This is an optimization exercise on Yosys and OpenROAD, whose aim is small area, a short achievable clock period and few clock cycles, not a production implementation.
RTL that was checked went through simulation tests only; none was proved equivalent to the original.

old:
## dgs_sha256
module dgs_sha256 (
    input  wire         clk,
    input  wire         rst,         
    input  wire         start,
    input  wire         load_state,
    input  wire         partial,
    input  wire [255:0] state_in,    
    input  wire [63:0]  count_in,    
    output wire         idle,
    input  wire         in_valid,
    output wire         in_ready,
    input  wire [31:0]  in_data,     
    input  wire         in_last,
    input  wire [2:0]   in_nbytes,   
    output reg          done,
    output wire         err,
    output wire [255:0] digest,
    output wire [63:0]  count_out
);
For scale: ~1200 flip-flops, ~690 I/O pins, roughly 69000 sq um of cells after synthesis.
export LEC_CHECK = 0
export CAP_MARGIN = 20
export CORE_MARGIN = 2
export CORE_UTILIZATION = 50
export SETUP_SLACK_MARGIN = 5
export SLEW_MARGIN = 20
create_clock -name core_clock -period 10.0 [get_ports {clk}]
standard.sh (not shown) runs the stock make flow with config.mk's settings and CLKGATE_MAP_FILE= SYNTH_SCRIPT=/design/flow/synth_recipe.tcl, a recipe that flattens the netlist after the stock synthesis.
==> flow/flow/run.sh <==
#!/bin/bash
# The standard layout, with the port buffers made of the smallest buffer cell
# and a clock tree of smaller buffers without dummy loads.
set -euo pipefail
export BUFFER_PORTS_ARGS="-buffer_cell sky130_fd_sc_hd__buf_1"
export CTS_ARGS="-sink_clustering_enable -repair_clock_nets -dont_use_dummy_load -buf_list sky130_fd_sc_hd__clkbuf_4"
bash standard.sh > standard.log 2>&1
old ended with every stage complete and zero timing, DRC or antenna violations.
Testbench counts of old, summed over its fixed seeds: cycles 31,040.
> inputs changed (old -> new)
-- flow/design.v --
<<< old, line 62
    reg         lenblk;          
    reg         fin;             
    assign idle     = !busy;
    assign in_ready = busy && !ended && !fin && (na[5:4] == 2'd0);
>>> new, line 62
    reg         lenblk;          
    reg         fin;             
    reg         perr_r;          
    assign idle     = !busy;
    assign in_ready = busy && !ended && !fin && (na[5:4] == 2'd0);
<<< old, line 178
    wire err0  = load_state && (count_in[5:0] != 6'd0);
    wire perr  = p_end && !p_full && !p_empty && !err_r;    
    wire ld    = busy ? perr : start;
    wire         use_in = !busy && !err0 && load_state;
    wire         use_iv = !busy && !err0 && !load_state;
>>> new, line 179
    wire err0  = load_state && (count_in[5:0] != 6'd0);
    wire perr  = p_end && !p_full && !p_empty && !err_r;    
    wire ld    = !busy || perr_r;
    wire         use_in = !busy && !err0 && load_state;
    wire         use_iv = !busy && !err0 && !load_state;
<<< old, line 226
            r61  <= 1'b0;
            r62  <= 1'b0;
        end else begin
            done <= 1'b0;
>>> new, line 227
            r61  <= 1'b0;
            r62  <= 1'b0;
            perr_r <= 1'b0;
        end else begin
            done <= 1'b0;
<<< old, line 236
                    lenblk   <= 1'b0;
                    fin      <= 1'b0;
                    na       <= 6'd0;
                    pb       <= 1'b0;
>>> new, line 238
                    lenblk   <= 1'b0;
                    fin      <= 1'b0;
                    perr_r   <= 1'b0;
                    na       <= 6'd0;
                    pb       <= 1'b0;
<<< old, line 274
                r61  <= pb && (nb_i == 6'd61);
                r62  <= pb && (nb_i == 6'd62);
                if (take && in_last && (err_r || perr)) begin
                    err_r <= 1'b1;
                    done  <= 1'b1;
                    busy  <= 1'b0;
                    pb    <= 1'b0;
                    pc    <= 1'b0;
                    fold  <= 1'b0;
                    r61   <= 1'b0;
                    r62   <= 1'b0;
                end else if (p_end && p_empty && !(pb || pc)) begin
                    done <= 1'b1;
>>> new, line 277
                r61  <= pb && (nb_i == 6'd61);
                r62  <= pb && (nb_i == 6'd62);
                if (perr_r) begin
                    done <= 1'b1;
                    busy <= 1'b0;
                end else if (take && in_last && (err_r || perr)) begin
                    err_r  <= 1'b1;
                    done   <= err_r;
                    busy   <= !err_r;
                    perr_r <= !err_r;
                    pb     <= 1'b0;
                    pc     <= 1'b0;
                    fold   <= 1'b0;
                    r61    <= 1'b0;
                    r62    <= 1'b0;
                end else if (p_end && p_empty && !(pb || pc)) begin
                    done <= 1'b1;
### Flow results
Delta (new minus old): final critical-path share of the clock period went up by 3.7 points; worst path required time went down by 0.04 ns; area of the core went down by 1.4%.
For new, only the layout was checked, not whether the RTL still works.

========
Setup of before:
Another version of the RTL of dgs_sha256 (not shown whole).
For scale: roughly 5900 cells after synthesis, about 1200 flip-flops, roughly 690 I/O pins.
==> flow/config.mk <==
export PLATFORM = sky130hd
export DESIGN_NAME = dgs_sha256
export DESIGN_NICKNAME = dgs_sha256
export VERILOG_FILES = /design/flow/design.v
export SDC_FILE = /design/flow/constraint.sdc
export NUM_CORES = 4
export LEC_CHECK = 0
export CAP_MARGIN = 20
export CORE_MARGIN = 2
export CORE_UTILIZATION = 40
export SETUP_SLACK_MARGIN = 5
export SLEW_MARGIN = 20
==> flow/constraint.sdc <==
create_clock -name core_clock -period 10.0 [get_ports {clk}]
set_input_delay 2.0000 -clock core_clock [delete_from_list [all_inputs] [get_ports {clk}]]
set_output_delay 2.0000 -clock core_clock [all_outputs]
set_load 0.01 [all_outputs]
run.sh (not shown) runs the stock make flow with config.mk's settings and CLKGATE_MAP_FILE= SYNTH_SCRIPT=/design/flow/synth_recipe.tcl, a recipe that flattens the netlist after the stock synthesis.
Stock flow here: none of the scripts above is used.
before completed every stage of the flow, and the final layout passed the timing, design-rule and antenna checks.
Testbench counts of before, summed over its fixed seeds: cycles 31,040.
## Diff of input files: after against before
-- flow/design.v --
<<< before, line 52
    reg         pc;              
    reg         fold;            
    reg         r0;              
    reg [31:0]  hkw;
>>> after, line 52
    reg         pc;              
    reg         fold;            
    reg         r61, r62;        
    reg         r0;              
    reg [31:0]  hkw;
<<< before, line 135
    end
    wire [31:0] m0 = fold ? hv[255:224] : 32'd0;
    wire [31:0] m1 = fold ? hv[223:192] : 32'd0;
    wire [31:0] m2 = fold ? hv[191:160] : 32'd0;
    wire [31:0] m3 = fold ? hv[159:128] : 32'd0;
    wire [31:0] m4 = fold ? hv[127:96]  : 32'd0;
    wire [31:0] m5 = fold ? hv[95:64]   : 32'd0;
    wire [31:0] m6 = fold ? hv[63:32]   : 32'd0;
    wire [31:0] m7 = fold ? hv[31:0]    : 32'd0;
    wire [31:0] h_src = pc ? g : h;
    wire [31:0] hkw_n = h_src + m7 + k_n + wv[31:0];
    wire [31:0] big_s1 = rotr(e, 6) ^ rotr(e, 11) ^ rotr(e, 25);
    wire [31:0] big_s0 = rotr(a, 2) ^ rotr(a, 13) ^ rotr(a, 22);
>>> after, line 136
    end
    wire [31:0] m0 = fold ? hv[255:224] : 32'd0;
    wire [31:0] m4 = fold ? hv[127:96]  : 32'd0;
    wire [31:0] fa_h = r61 ? hv[159:128] : r62 ? hv[191:160] : hv[223:192];    
    wire [31:0] fe_h = r61 ? hv[31:0]    : r62 ? hv[63:32]   : hv[95:64];      
    wire [31:0] fa_s = bk_add(a, fa_h);
    wire [31:0] fe_s = bk_add(e, fe_h);
    wire [31:0] h_src = fold ? hv[31:0] : pc ? g : h;
    wire [31:0] hkw_n = h_src + k_n + wv[31:0];
    wire [31:0] big_s1 = rotr(e, 6) ^ rotr(e, 11) ^ rotr(e, 25);
    wire [31:0] big_s0 = rotr(a, 2) ^ rotr(a, 13) ^ rotr(a, 22);
<<< before, line 191
            if (pc) begin
                a <= a_n;
                b <= bk_add(a, m1);
                c <= bk_add(b, m2);
                d <= bk_add(c, m3);
                e <= e_n;
                f <= bk_add(e, m5);
                g <= bk_add(f, m6);
                h <= bk_add(g, m7);
            end
            if (take && !err_r)
>>> after, line 190
            if (pc) begin
                a <= a_n;
                b <= fold ? fa_s : a;
                c <= fold ? hv[191:160] : b;
                d <= fold ? hv[159:128] : c;
                e <= e_n;
                f <= fold ? fe_s : e;
                g <= fold ? hv[63:32] : f;
                h <= fold ? hv[31:0] : g;
            end
            if (take && !err_r)
<<< before, line 204
        if (pc && r0)
            hv <= {a, b, c, d, e, f, g, h};
        if (a_go)
            wv <= {wv[479:0], a_word};
>>> after, line 203
        if (pc && r0)
            hv <= {a, b, c, d, e, f, g, h};
        if (r61) begin
            hv[159:128] <= fa_s;
            hv[31:0]    <= fe_s;
        end
        if (r62) begin
            hv[191:160] <= fa_s;
            hv[63:32]   <= fe_s;
        end
        if (a_go)
            wv <= {wv[479:0], a_word};
<<< before, line 217
            pc   <= 1'b0;
            fold <= 1'b0;
        end else begin
            done <= 1'b0;
>>> after, line 224
            pc   <= 1'b0;
            fold <= 1'b0;
            r61  <= 1'b0;
            r62  <= 1'b0;
        end else begin
            done <= 1'b0;
<<< before, line 231
                    pc       <= 1'b0;
                    fold     <= 1'b0;
                    busy     <= 1'b1;
                end
>>> after, line 240
                    pc       <= 1'b0;
                    fold     <= 1'b0;
                    r61      <= 1'b0;
                    r62      <= 1'b0;
                    busy     <= 1'b1;
                end
<<< before, line 261
                pc   <= pb;
                fold <= pb && (nb_i == 6'd63);
                if (take && in_last && (err_r || perr)) begin
                    err_r <= 1'b1;
>>> after, line 272
                pc   <= pb;
                fold <= pb && (nb_i == 6'd63);
                r61  <= pb && (nb_i == 6'd61);
                r62  <= pb && (nb_i == 6'd62);
                if (take && in_last && (err_r || perr)) begin
                    err_r <= 1'b1;
<<< before, line 268
                    pc    <= 1'b0;
                    fold  <= 1'b0;
                end else if (p_end && p_empty && !(pb || pc)) begin
                    done <= 1'b1;
>>> after, line 281
                    pc    <= 1'b0;
                    fold  <= 1'b0;
                    r61   <= 1'b0;
                    r62   <= 1'b0;
                end else if (p_end && p_empty && !(pb || pc)) begin
                    done <= 1'b1;
Findings:
- On fraction of the mapped netlist area in compound gates, the higher figure sits with after, not before.
- Final-layout clock buffer total of after falls short of that of before by a few percent.
- before → after: non-clock buffering overhead in the final layout moved up, core utilization decreased by 0.26 points relative to the old numbers, non-clock buffer count went down 16, met3 routed wirelength lower.
- before → after: initial antenna violation count climbed 15; worst hold-check slack dropped 0.0044 ns; total detailed-routing wirelength climbed 1.8%; critical path depth climbed 1.
- after ends up with a setup slack that is 0.098 ns higher than in before.
Testbench counts of after, summed over its fixed seeds: cycles 31,040.

-- afterwards: timing with drivers on the ports --
The flow's constraints put no driver on any port. The routed layouts listed below were extracted and timed again, unchanged, in two steps. Step 1 assumes that a clkbuf_16 drives the clock port and a buf_2 every other input. Step 2 moves the port delays by t, midway between the first and last clock arrival at a register: inputs arrive t later, outputs are due t later. That takes back most of the time a late clock gives input paths. Three values: no drivers, after step 1, after step 2; two values: the first two.
run | shift t [ns] | setup WS [ns] | hold WS [ns] | worst register clock-pin slew, ns | worst data-port slew with drivers (ns)
old | 1.319 | 5.015 / 5.015 / 4.239 | 0.364 / 0.364 / 0.364 | 0.07 / 0.07 | 0.16
new | 1.296 | 4.649 / 4.649 / 4.290 | 0.314 / 0.314 / 0.314 | 0.08 / 0.08 | 0.13
before | 0.876 | 4.836 / 4.836 / 4.259 | 0.407 / 0.407 / 0.407 | 0.07 / 0.07 | 0.22
after | 0.875 | 4.934 / 4.934 / 4.253 | 0.403 / 0.403 / 0.403 | 0.07 / 0.07 | 0.31
After both steps setup and hold are still met in every run listed. For old, which loses most, drivers alone change the setup slack by 0.000 ns; drivers and shift together by -0.776 ns.
